From an optimization exercise on the open Yosys and OpenROAD flow, aimed at small area, a short achievable clock period and few clock cycles; shortcuts taken in it are not production practice.
At most, simulation tests tie the RTL to the original design; equivalence was not proved.
No activity file was given, so power comes from the tool's default toggle rates.

==> v37: inputs <==
==> flow/design.v (excerpt) <==
module s4_rcp (
    input  wire        clk,
    input  wire        rst,
    input  wire        start,
    input  wire [31:0] a,
    output wire        ready,
    output reg         done,
    output reg  [31:0] r,
    output reg         dom
);
==> module s4_rcp, before the edit <==
module s4_rcp (
    input  wire        clk,
    input  wire        rst,
    input  wire        start,
    input  wire [31:0] a,
    output wire        ready,
    output reg         done,
    output reg  [31:0] r,
    output reg         dom
);
    localparam [1:0] IDLE = 2'd0, BUSY = 2'd1;
    reg  [1:0]  state;
    reg  [5:0]  count;       
    reg  [30:0] divisor;
    reg  [31:0] rem;         
    reg  [32:0] quo;         
    assign ready = (state == IDLE);
    wire [32:0] rem_sh  = {rem, 1'b0};
    wire [32:0] rem_sub = rem_sh - {2'b00, divisor};
    wire        q_bit   = ~rem_sub[32];
    wire [31:0] rem_nxt = q_bit ? rem_sub[31:0] : rem_sh[31:0];
    wire [32:0] quo_nxt = {quo[31:0], q_bit};
    wire [31:0] q_trunc = quo_nxt[32:1];
    wire        q_half  = quo_nxt[0];
    wire        sticky  = |rem_nxt;
    wire [32:0] q_round = {1'b0, q_trunc} + {32'd0, q_half & (sticky | q_trunc[0])};
    wire [31:0] q_sat   = (q_round > 33'h0_7FFF_FFFF) ? 32'h7FFF_FFFF : q_round[31:0];
    wire        in_dom  = a[31] | (a[30:25] == 6'd0);
    always @(posedge clk) begin
        if (rst) begin
            state <= IDLE;
            done  <= 1'b0;
        end else begin
            done <= 1'b0;
            case (state)
                IDLE: begin
                    if (start) begin
                        if (in_dom) begin
                            r    <= 32'h7FFF_FFFF;
                            dom  <= 1'b1;
                            done <= 1'b1;
                        end else begin
                            divisor <= a[30:0];
                            rem     <= 32'h0100_0000;
                            quo     <= 33'd0;
                            count   <= 6'd33;
                            state   <= BUSY;
                        end
                    end
                end
                BUSY: begin
                    rem   <= rem_nxt;
                    quo   <= quo_nxt;
                    count <= count - 6'd1;
                    if (count == 6'd1) begin
                        r     <= q_sat;
                        dom   <= 1'b0;
                        done  <= 1'b1;
                        state <= IDLE;
                    end
                end
                default: state <= IDLE;
            endcase
        end
    end
endmodule
==> flow/config.mk <==
export PLATFORM = sky130hd
export DESIGN_NAME = s4_rcp
export DESIGN_NICKNAME = s4_rcp
export VERILOG_FILES = /design/flow/design.v
export SDC_FILE = /design/flow/constraint.sdc
export NUM_CORES = 4
export LEC_CHECK = 0
export CAP_MARGIN = 20
export CORE_MARGIN = 2
export CORE_UTILIZATION = 40
export SLEW_MARGIN = 20
==> flow/constraint.sdc <==
create_clock -name core_clock -period 10.0 [get_ports {clk}]
set_input_delay 2.0000 -clock core_clock [delete_from_list [all_inputs] [get_ports {clk}]]
set_output_delay 2.0000 -clock core_clock [all_outputs]
set_load 0.01 [all_outputs]
run.sh (not shown) runs the stock make flow with config.mk's settings and CLKGATE_MAP_FILE= SYNTH_SCRIPT=/design/flow/synth_recipe.tcl, a recipe that flattens the netlist after the stock synthesis.
==> inputs of v8, as changes to v37 <==
==> flow/design.v (replaced) <==
module s4_rcp (
    input  wire        clk,
    input  wire        rst,
    input  wire        start,
    input  wire [31:0] a,
    output reg         ready,
    output reg         done,
    output wire [31:0] r,
    output reg         dom
);
    reg         busy;        
    reg         nld;         
    reg  [4:0]  count;       
    reg  [30:0] d;           
    reg  [30:0] rem;         
    reg         nb;          
    reg         fdom;        
    reg  [30:0] z;           
    wire [31:0] s  = {rem, nb};
    wire [32:0] t  = {1'b0, s} - {2'b00, d};
    wire        q  = ~t[32];
    wire [30:0] rn = q ? t[30:0] : s[30:0];
    assign r = {1'b0, z};
    wire        in_dom = a[31] | (a[30:25] == 6'd0);
    wire        last   = (count == 5'd0);
    wire        accept = ready & start;
    wire        busy_n = accept | (busy & ~last);
    wire        rdy_n  = ~busy_n | (~accept & (count == 5'd1));
    always @(posedge clk) begin
        if (rst) begin
            busy  <= 1'b0;
            ready <= 1'b1;
            nld   <= 1'b0;
            done  <= 1'b0;
        end else begin
            busy  <= busy_n;
            ready <= rdy_n;
            nld   <= ~rdy_n;
            done  <= busy & last;
        end
    end
    always @(posedge clk) begin
        z   <= {z[29:0], q | fdom};
        dom <= fdom;
        if (nld) begin
            count <= count - 5'd1;
            rem   <= rn;
            nb    <= d[count];
        end else begin
            count <= 5'd30;
            d     <= a[30:0];
            rem   <= 31'h0200_0000;                  
            nb    <= 1'b0;                           
            fdom  <= in_dom;
        end
    end
endmodule
==> flow/flow/run.sh (new file) <==
#!/bin/bash
# Standard layout, with two changes to how it is made:
#  - ports are buffered with buf_2 cells rather than the delay buffers
#    buffer_ports picks by default;
#  - timing repair aims for more setup slack than the 10 ns clock needs.
set -euo pipefail
export BUFFER_PORTS_ARGS="-buffer_cell sky130_fd_sc_hd__buf_2"
export SETUP_SLACK_MARGIN=${MARGIN:-6.9}
bash standard.sh > flow_make.log 2>&1
==> flow/standard.sh (new file) <==
#!/bin/bash
# synth_recipe.tcl (not shown) runs the flow's synth.tcl, then flattens the netlist and writes it again
# the make line also repeats each setting of config.mk as NAME=value (left out here)
make -C /OpenROAD-flow-scripts/flow DESIGN_CONFIG=/design/flow/config.mk WORK_HOME=/design/flow/orfs CLKGATE_MAP_FILE= SYNTH_SCRIPT=/design/flow/synth_recipe.tcl "${@:-finish}"
removed: flow/run.sh
==> inputs of v16, as changes to v37 <==
==> flow/design.v (replaced) <==
module s4_rcp (
    input  wire        clk,
    input  wire        rst,
    input  wire        start,
    input  wire [31:0] a,
    output reg         ready,
    output reg         done,
    output wire [31:0] r,
    output reg         dom
);
    reg         busy;        
    reg         nld;         
    reg         first;       
    reg  [4:0]  count;       
    reg  [30:0] d;           
    reg  [30:0] rem;         
    reg         qf;          
    reg         nb;          
    reg         fdom;        
    reg  [30:0] z;           
    wire [31:0] s  = {rem, nb};
    wire [31:0] t  = s + ({1'b0, d} ^ {32{qf}}) + {31'd0, qf};
    wire        q  = ~t[31];
    assign r = {1'b0, z};
    wire        in_dom = a[31] | (a[30:25] == 6'd0);
    wire        k30 = ~a[31] & a[30];
    wire        k29 = ~a[31] & ~a[30] & a[29];
    wire        k28 = ~a[31] & ~a[30] & ~a[29] & a[28];
    wire        k27 = ~a[31] & ~a[30] & ~a[29] & ~a[28] & a[27];
    wire        k26 = ~(k30 | k29 | k28 | k27);         
    wire [4:0]  p0  = k30 ? 5'd26 : k29 ? 5'd27 : k28 ? 5'd28 : k27 ? 5'd29 : 5'd30;
    wire [30:0] r0  = ({31{k30}} & {2'b01, 26'd0, 1'b1, a[29:28]})    
                    | ({31{k29}} & {3'b001, 27'd0, 1'b1})             
                    | ({31{k28}} & {4'b0001, 27'd0})                  
                    | ({31{k27}} & {5'b00001, 26'd0})                 
                    | ({31{k26}} & {6'b000001, 25'd0});               
    wire        b0  = (k30 & a[27]) | (k29 & a[28]);                  
    wire        last   = (count == 5'd0);
    wire        accept = ready & start;
    wire        busy_n = accept | (busy & ~last);
    wire        rdy_n  = ~busy_n | (~accept & (count == 5'd1));
    always @(posedge clk) begin
        if (rst) begin
            busy  <= 1'b0;
            ready <= 1'b1;
            nld   <= 1'b0;
            done  <= 1'b0;
        end else begin
            busy  <= busy_n;
            ready <= rdy_n;
            nld   <= ~rdy_n;
            done  <= busy & last;
        end
    end
    always @(posedge clk) begin
        first <= ~nld;
        z     <= {z[29:4], z[3:0] & {4{~first}}, q | fdom};
        dom   <= fdom;
        if (nld) begin
            count <= count - 5'd1;
            rem   <= t[30:0];
            qf    <= q;
            nb    <= d[count];
        end else begin
            count <= p0;
            d     <= a[30:0];
            rem   <= r0;
            qf    <= 1'b1;
            nb    <= b0;
            fdom  <= in_dom;
        end
    end
endmodule
==> flow/flow/run.sh (new file) <==
#!/bin/bash
# Standard layout, with two changes to how it is made:
#  - ports are buffered with buf_2 cells rather than the delay buffers
#    buffer_ports picks by default;
#  - timing repair aims for more setup slack than the 10 ns clock needs.
set -euo pipefail
export BUFFER_PORTS_ARGS="-buffer_cell sky130_fd_sc_hd__buf_2"
export SETUP_SLACK_MARGIN=${MARGIN:-7.2}
bash standard.sh > flow_make.log 2>&1
==> flow/standard.sh (new file) <==
#!/bin/bash
# synth_recipe.tcl (not shown) runs the flow's synth.tcl, then flattens the netlist and writes it again
# the make line also repeats each setting of config.mk as NAME=value (left out here)
make -C /OpenROAD-flow-scripts/flow DESIGN_CONFIG=/design/flow/config.mk WORK_HOME=/design/flow/orfs CLKGATE_MAP_FILE= SYNTH_SCRIPT=/design/flow/synth_recipe.tcl "${@:-finish}"
removed: flow/run.sh
==> comparison table <==
metric                                                                  v16             v37                 v8
Outcome                                                      finished clean  finished clean     finished clean
WL/cell                                                             16.7 um         16.2 um            14.7 um
Violation count after the first detailed-route iteration                222             488                173
Largest area class, layout                                multi-input gates       registers  multi-input gates
Power density of the placed cells                                322 nW/um2      165 nW/um2         163 nW/um2
Worst setup slack after layout                                      7180 ps         5080 ps            7020 ps
Proportion of cell area occupied by multi-input gates                 43.0%           37.3%              42.3%
Non-Filler Instances                                                    762           1,107                765
Maximum frequency from static timing analysis                     0.354 GHz       0.203 GHz          0.335 GHz
Sequential power                                                   0.572 mW        0.678 mW           0.493 mW
Die H                                                                119 um          145 um             118 um
Count of filler cells inserted in the layout                          1,218           1,845              1,214
Multiplexer fraction of the synthesized cell area                     5.50%          0.520%              4.04%
Worst IR Drop VDD                                                  0.121 mV        0.124 mV           0.111 mV
Final Routed Wirelength                                           12,800 um       17,900 um          11,200 um
Internal Pwr Total                                                  1.17 mW         1.11 mW           0.707 mW
Actual slew at the worst max-slew pin                                912 ps          935 ps             821 ps
Final-layout non-clock buffer area share                              9.56%           7.81%              6.28%
Initial standard-cell utilization of the core                         40.5%           40.8%              41.0%
Testbench counts of v37, summed over its fixed seeds: cycles 108,800.
Testbench counts of v16, summed over its fixed seeds: cycles 89,369.
For v8, only the layout was checked, not whether the RTL still works.

## port drivers added, routing unchanged
The results above use ideal ports. As a check the final layouts listed here were re-extracted and re-timed, cells and wires unchanged.
Step 1 sets driving cells, clkbuf_16 on the clock port and buf_2 on the other inputs (assumed; they add their load-dependent delay and slew).
Step 2 times the ports against the registers' clock, not the clock port: input delays grow and output delays shrink by t, the midpoint of the rising clock arrivals with the driver on.
a / b / c = ideal / step 1 / step 2; a / b = the first two.
run | t (ns) | setup WS [ns] | worst slew at a driven data input, ns
v37 | 0.463 | 5.075 / 5.075 / 5.075 | 0.03
v8 | 0.389 | 7.017 / 7.017 / 7.017 | 0.04
v16 | 0.395 | 7.178 / 7.139 / 6.959 | 0.04
After both steps setup and hold are still met in every run listed. The setup slack of v16, which loses most, moves by -0.039 ns with the drivers and by -0.219 ns with both steps.
